This design comes from an exercise in tuning for small area on the open sky130 flow, not from production work. The RTL was checked by simulation tests, not by an equivalence proof against the original design. Power and IR drop assume default switching activity.

## job 7422
==> flow/design.v <==
module sinc_df_add #(parameter W = 32) (
    input  wire [W-1:0] a,
    input  wire [W-1:0] b,
    input  wire         ci,
    output wire [W-1:0] s,
    output wire         co
);
    wire [W:0] c;
    assign c[0] = ci;
    genvar i;
    generate
        for (i = 0; i < W; i = i + 1) begin : g
            assign s[i]   = a[i] ^ b[i] ^ c[i];
            assign c[i+1] = (a[i] & b[i]) | (c[i] & (a[i] ^ b[i]));
        end
    endgenerate
    assign co = c[W];
endmodule
module sinc_df_inc #(parameter W = 32) (
    input  wire [W-1:0] a,
    input  wire         ci,
    output wire [W-1:0] s,
    output wire         co
);
    wire [W:0] c;
    assign c[0] = ci;
    genvar i;
    generate
        for (i = 0; i < W; i = i + 1) begin : g
            assign s[i]   = a[i] ^ c[i];
            assign c[i+1] = a[i] & c[i];
        end
    endgenerate
    assign co = c[W];
endmodule
module sinc_df (
    input  wire        clk,
    input  wire        rst,           
    input  wire [2:0]  cfg_ord,       
    input  wire [8:0]  cfg_osr,       
    input  wire [23:0] cfg_ofs,       
    input  wire [23:0] cfg_gain,      
    input  wire        restart,       
    input  wire        clk_loss,      
    input  wire        bit_valid,     
    input  wire        bit_in,
    output reg         out_stb,       
    output reg  [15:0] df_result,     
    output reg         df_valid,
    output reg  [6:0]  df_count,      
    output wire        settling,
    output reg         stuck,
    output reg  [15:0] loss_count     
);
    reg       run_bit;
    reg [5:0] run_len;                
    wire same_bit     = (bit_in == run_bit) && (stuck || run_len != 6'd0);
    wire stuck_detect = bit_valid && !stuck && same_bit && (run_len == 6'd63);
    wire stuck_end    = bit_valid && stuck && !same_bit;
    wire bit_take     = bit_valid && (stuck ? !same_bit : !stuck_detect);
    wire flush = restart || clk_loss || stuck_detect;
    wire [5:0] run_inc;
    sinc_df_inc #(6) u_run (.a(run_len), .ci(1'b1), .s(run_inc), .co());
    wire [1:0] nm1 = cfg_ord[2] ? 2'd3 : (cfg_ord[1:0] - 2'd1);    
    wire       n4  = (nm1 == 2'd3);
    wire       n3p = nm1[1];                                       
    wire       n2p = (nm1 != 2'd0);                                
    reg  [7:0] phase;
    wire [7:0] phase_inc;
    sinc_df_inc #(8) u_phase (.a(phase), .ci(1'b1), .s(phase_inc), .co());
    wire       window_end = bit_take && (phase == 8'hfe);
    reg  [1:0] out_n;                 
    reg        pend_ok;               
    reg [31:0] integ1, integ2, integ3, integ4;
    reg [31:0] z1, z2, z3;
    reg [2:0]  cs;                    
    wire s1 = (cs == 3'd1) || (cs == 3'd6);    
    wire s2 = (cs == 3'd2) || (cs == 3'd5);    
    wire s3 = (cs == 3'd3) || (cs == 3'd4);    
    wire csub = cs[2];                         
    wire [31:0] a1, a2, a3, a4;
    wire [31:0] tk = {32{bit_take}};
    wire [31:0] b4 = ((a3 & tk) | (z3 & {32{s1}}) | (z2 & {32{s2}}) | (z1 & {32{s3}})) ^ {32{csub}};
    sinc_df_inc #(32) u_i1 (.a(integ1), .ci(bit_take & bit_in), .s(a1), .co());
    sinc_df_add #(32) u_i2 (.a(integ2), .b(a1 & tk), .ci(1'b0), .s(a2), .co());
    sinc_df_add #(32) u_i3 (.a(integ3), .b(a2 & tk), .ci(1'b0), .s(a3), .co());
    sinc_df_add #(32) u_i4 (.a(integ4), .b(b4), .ci(csub), .s(a4), .co());
    wire [31:0] d = integ4;
    wire        pend = (cs == 3'd1);    
    reg [31:0] pc;                    
    reg [8:0]  pacc;
    reg [1:0]  pm;                    
    wire       p32 = cfg_osr[8] & n4;
    wire [8:0] psum;
    wire       psum_co;
    sinc_df_add #(9) u_pm (.a(pacc), .b(cfg_osr & {9{~pc[0]}}), .ci(1'b0), .s(psum), .co(psum_co));
    reg  [4:0] cnt;
    reg        busy;
    reg [31:0] r;
    reg        qb1, allones;
    wire [31:0] x = pend ? d : r;
    wire [32:0] trial;
    wire        ge;                   
    sinc_df_add #(33) u_div (.a({x, 1'b0}), .b({~p32, pc}), .ci(1'b1), .s(trial), .co(ge));
    reg [24:0] accl;
    reg [22:0] acck;
    reg        ta, tb, ts;
    reg        dg_neg, dg_nz, dg_two;  
    wire [27:0] cx   = {2'b00, ~cfg_ofs[23], cfg_ofs[22:0], 2'b00};
    wire        cbit = cx[cnt];
    wire        rnd  = (cnt == 5'd2) && ge && !(allones && qb1);
    wire        n_neg = !qb1 && cbit && !rnd;
    wire        n_two = qb1 && !cbit && rnd;
    wire        n_nz  = rnd ? (qb1 || !cbit) : (qb1 ^ cbit);
    wire [24:0] g2   = dg_two ? {cfg_gain, 1'b0} : {cfg_gain[23], cfg_gain};
    wire [24:0] gop  = (g2 & {25{dg_nz}}) ^ {25{dg_neg}};
    wire [24:0] lsum;
    wire        lco;
    sinc_df_add #(25) u_hl (.a({accl[23:0], dg_neg}), .b(gop), .ci(1'b0), .s(lsum), .co(lco));
    wire [23:0] ksum;                 
    sinc_df_add #(24) u_hk (.a({acck, ta}), .b({24{ts}}), .ci(tb), .s(ksum), .co());
    wire        res_ok  = (ksum[23] == ksum[22]) && (ksum[22] == ksum[21]);
    wire [15:0] res_sat = res_ok ? ksum[21:6] : (ksum[23] ? 16'h8000 : 16'h7fff);
    wire [15:0] loss_inc;
    wire        loss_co;
    sinc_df_inc #(16) u_loss (.a(loss_count), .ci(1'b1), .s(loss_inc), .co(loss_co));
    wire [6:0]  count_inc;
    sinc_df_inc #(7) u_count (.a(df_count), .ci(1'b1), .s(count_inc), .co());
    assign settling = !df_valid && !stuck;
    always @(posedge clk) begin
        integ1 <= (rst || flush || !n4)  ? 32'd0 : a1;
        integ2 <= (rst || flush || !n3p) ? 32'd0 : a2;
        integ3 <= (rst || flush || !n2p) ? 32'd0 : a3;
        integ4 <= (rst || flush || cs == 3'd3) ? 32'd0 : a4;
        if (rst || flush) begin
            z1 <= 32'd0;
            z2 <= 32'd0;
            z3 <= 32'd0;
            cs <= 3'd0;
        end else begin
            if (cs == 3'd1) z3 <= n4  ? a4 : 32'd0;
            if (cs == 3'd2) z2 <= n3p ? a4 : 32'd0;
            if (cs == 3'd3) z1 <= n2p ? a4 : 32'd0;
            if (window_end)
                cs <= 3'd1;
            else if (cs != 3'd0)
                cs <= (cs == 3'd6) ? 3'd0 : cs + 3'd1;
        end
    end
    always @(posedge clk) begin
        if (rst) begin
            run_bit    <= 1'b0;
            run_len    <= 6'd0;
            stuck      <= 1'b0;
            out_n      <= 2'd0;
            pend_ok    <= 1'b0;
            busy       <= 1'b0;
            out_stb    <= 1'b0;
            df_result  <= 16'd0;
            df_valid   <= 1'b0;
            df_count   <= 7'd0;
            loss_count <= 16'd0;
        end else begin
            out_stb <= 1'b0;
            if (bit_valid) begin
                run_bit <= bit_in;
                run_len <= same_bit ? run_inc : 6'd1;
            end
            if (stuck_detect)
                stuck <= 1'b1;
            else if (stuck_end)
                stuck <= 1'b0;
            if (flush) begin
                out_n    <= 2'd0;
                busy     <= 1'b0;
                df_valid <= 1'b0;
                if ((clk_loss || stuck_detect) && !loss_co)
                    loss_count <= loss_inc;
            end else begin
                if (window_end) begin
                    pend_ok <= (out_n >= nm1);
                    if (out_n != 2'd3)
                        out_n <= out_n + 2'd1;
                end
                if (busy && cnt == 5'd0) begin
                    busy      <= 1'b0;
                    df_result <= res_sat;
                    df_valid  <= 1'b1;
                    df_count  <= count_inc;
                    out_stb   <= 1'b1;
                end
                if (pend && pend_ok)
                    busy <= 1'b1;
            end
        end
    end
    always @(posedge clk) begin
        if (rst || flush || window_end)
            phase <= ~cfg_osr[7:0];
        else if (bit_take)
            phase <= phase_inc;
        r   <= ge ? trial[31:0] : {x[30:0], 1'b0};
        qb1 <= ge;
        if (pend) begin
            allones <= 1'b1;
            dg_neg  <= 1'b0;
            dg_nz   <= 1'b0;
            dg_two  <= 1'b0;
            accl    <= 25'd32;
            acck    <= 23'd0;
            ta      <= 1'b0;
            tb      <= 1'b0;
            ts      <= 1'b0;
        end else begin
            allones <= allones & qb1;
            dg_neg  <= n_neg;
            dg_nz   <= n_nz;
            dg_two  <= n_two;
            accl    <= lsum;
            acck    <= ksum[22:0];
            ta      <= accl[24];
            tb      <= lco;
            ts      <= gop[24];
        end
        if (rst || restart) begin
            pc   <= ~{23'd0, cfg_osr};
            pacc <= 9'd0;
            pm   <= nm1;
            cnt  <= 5'd31;
        end else if (pend && pend_ok) begin
            cnt  <= 5'd25;
        end else begin
            cnt  <= cnt - 5'd1;
            if (pm != 2'd0) begin
                pc   <= {~psum[0], pc[31:1]};
                pacc <= {psum_co, psum[8:1]};
                if (cnt == 5'd0)
                    pm <= pm - 2'd1;
            end
        end
    end
endmodule
Settings: LEC_CHECK=0, ABC_AREA=1, CAP_MARGIN=20, CORE_MARGIN=2, CORE_UTILIZATION=70, SLEW_MARGIN=20; clock period 22.0 ns.
standard.sh (not shown) runs the stock make flow with config.mk's settings and CLKGATE_MAP_FILE= SYNTH_SCRIPT=/design/flow/synth_recipe.tcl, a recipe that flattens the netlist after the stock synthesis.
==> flow/flow/run.sh <==
#!/bin/bash
# Standard layout, with two changes to how it is made:
#  - ports are buffered with sky130_fd_sc_hd__buf_1,
#  - CTS inserts no dummy loads.
export BUFFER_PORTS_ARGS="-buffer_cell sky130_fd_sc_hd__buf_1"
export CTS_ARGS="-sink_clustering_enable -repair_clock_nets -sink_clustering_size 30 -sink_clustering_max_diameter 60 -buf_list sky130_fd_sc_hd__clkbuf_16 -dont_use_dummy_load"
bash standard.sh > standard.log 2>&1
Job 7422 ended with every stage complete and zero timing, DRC or antenna violations.
For job 3795, these inputs were changed with respect to job 7422:
Settings: CTS_CLUSTER_DIAMETER: unset -> 60; ABC_AREA: 1 -> unset; CTS_CLUSTER_SIZE: unset -> 20; CTS_BUF_LIST: unset -> sky130_fd_sc_hd__clkbuf_8.
==> flow/run.sh (new file) <==
#!/bin/bash
# synth_recipe.tcl (not shown) runs the flow's synth.tcl, then flattens the netlist and writes it again
# the make line also repeats each setting of config.mk as NAME=value (left out here)
make -C /OpenROAD-flow-scripts/flow DESIGN_CONFIG=/design/flow/config.mk WORK_HOME=/design/flow/orfs CLKGATE_MAP_FILE= SYNTH_SCRIPT=/design/flow/synth_recipe.tcl finish
removed: flow/flow/run.sh
removed: flow/standard.sh
### Flow results
- Compared with job 7422, job 3795 shows first-iteration DRC count higher by about 5.5%.
- Going from job 7422 to job 3795, routed length on met1 went up 5.4%; total chip power shrank by about 4.7%; final setup violation count comparable.
- CTS buffer count (job 3795 vs. job 7422) increases by a few percent
- NOTE: number of iterations in the first detailed-routing pass in job 3795 exceeds that of job 7422
- Higher area of combinational cells with multiple inputs among job 3795 and job 7422: job 3795
Inputs modified between job 3795 and job 7866:
Settings: ABC_AREA now 1, previously not set; CTS_BUF_LIST no longer set, was sky130_fd_sc_hd__clkbuf_8; CTS_CLUSTER_SIZE no longer set, was 20; CTS_CLUSTER_DIAMETER no longer set, was 60.
==> flow/flow/run.sh (new file) <==
#!/bin/bash
# Standard layout, with two changes to how it is made:
#  - ports are buffered with sky130_fd_sc_hd__buf_1,
#  - CTS inserts no dummy loads.
export BUFFER_PORTS_ARGS="-buffer_cell sky130_fd_sc_hd__buf_1"
export CTS_ARGS="-sink_clustering_enable -repair_clock_nets -sink_clustering_size 16 -sink_clustering_max_diameter 50 -buf_list sky130_fd_sc_hd__clkbuf_8 -dont_use_dummy_load"
bash standard.sh > standard.log 2>&1
==> flow/standard.sh (new file) <==
#!/bin/bash
# synth_recipe.tcl (not shown) runs the flow's synth.tcl, then flattens the netlist and writes it again
# the make line also repeats each setting of config.mk as NAME=value (left out here)
make -C /OpenROAD-flow-scripts/flow DESIGN_CONFIG=/design/flow/config.mk WORK_HOME=/design/flow/orfs CLKGATE_MAP_FILE= SYNTH_SCRIPT=/design/flow/synth_recipe.tcl "${@:-finish}"
removed: flow/run.sh
[summary]
- Job 7866 went all the way through the flow, and no timing, DRC or antenna check failed.
- Job 7866 vs job 3795: clock buffer count in the final layout up by a few percent
- Comparing job 3795 and job 7866, the lower post-route met1 wirelength is on job 7866.
- Looking only at per-instance average area after synthesis, and setting everything else aside, the lower value of job 3795 and job 7866 goes to job 7866.
- The higher overall power after layout of job 3795 and job 7866 is in job 3795.
- From job 3795 to job 7866 the numbers moved as follows: worst slew slack as a fraction of its limit shows a reduction of 0.45 points, post-route worst setup slack shows an increase of 0.025 ns.
- Post-synthesis instance total, job 7866 vs job 3795: up by more than 10%

## static timing again, ports no longer ideal
How much do the figures lean on ideal ports? The routed layouts below were timed once more, with nothing changed but the port constraints. Step 1 assumes that a clkbuf_16 drives the clock port and a buf_2 every other input. Step 2 adds t to the input delays and takes it off the output delays; t is the mean of the earliest and latest rising clock arrival at the registers after step 1. Input paths then give back, and output paths get back, about the clock's delay inside the block. a / b / c = no drivers / after step 1 / after step 2; a / b = the first two.
run	t, ns	setup slack, ns	hold slack, ns	worst register clock-pin slew, ns	cell pins on the clock port's net
job 7422	0.561	0.988 / 1.014 / 0.452	0.420 / 0.420 / 0.420	0.09 / 0.09	1
job 3795	0.603	0.998 / 0.987 / 0.383	0.439 / 0.439 / 0.439	0.12 / 0.12	1
job 7866	0.596	1.023 / 1.046 / 0.450	0.417 / 0.417 / 0.417	0.10 / 0.10	1
After both steps setup and hold are still met in every run listed. For job 3795, which loses most, drivers alone change the setup slack by -0.011 ns; drivers and shift together by -0.615 ns.
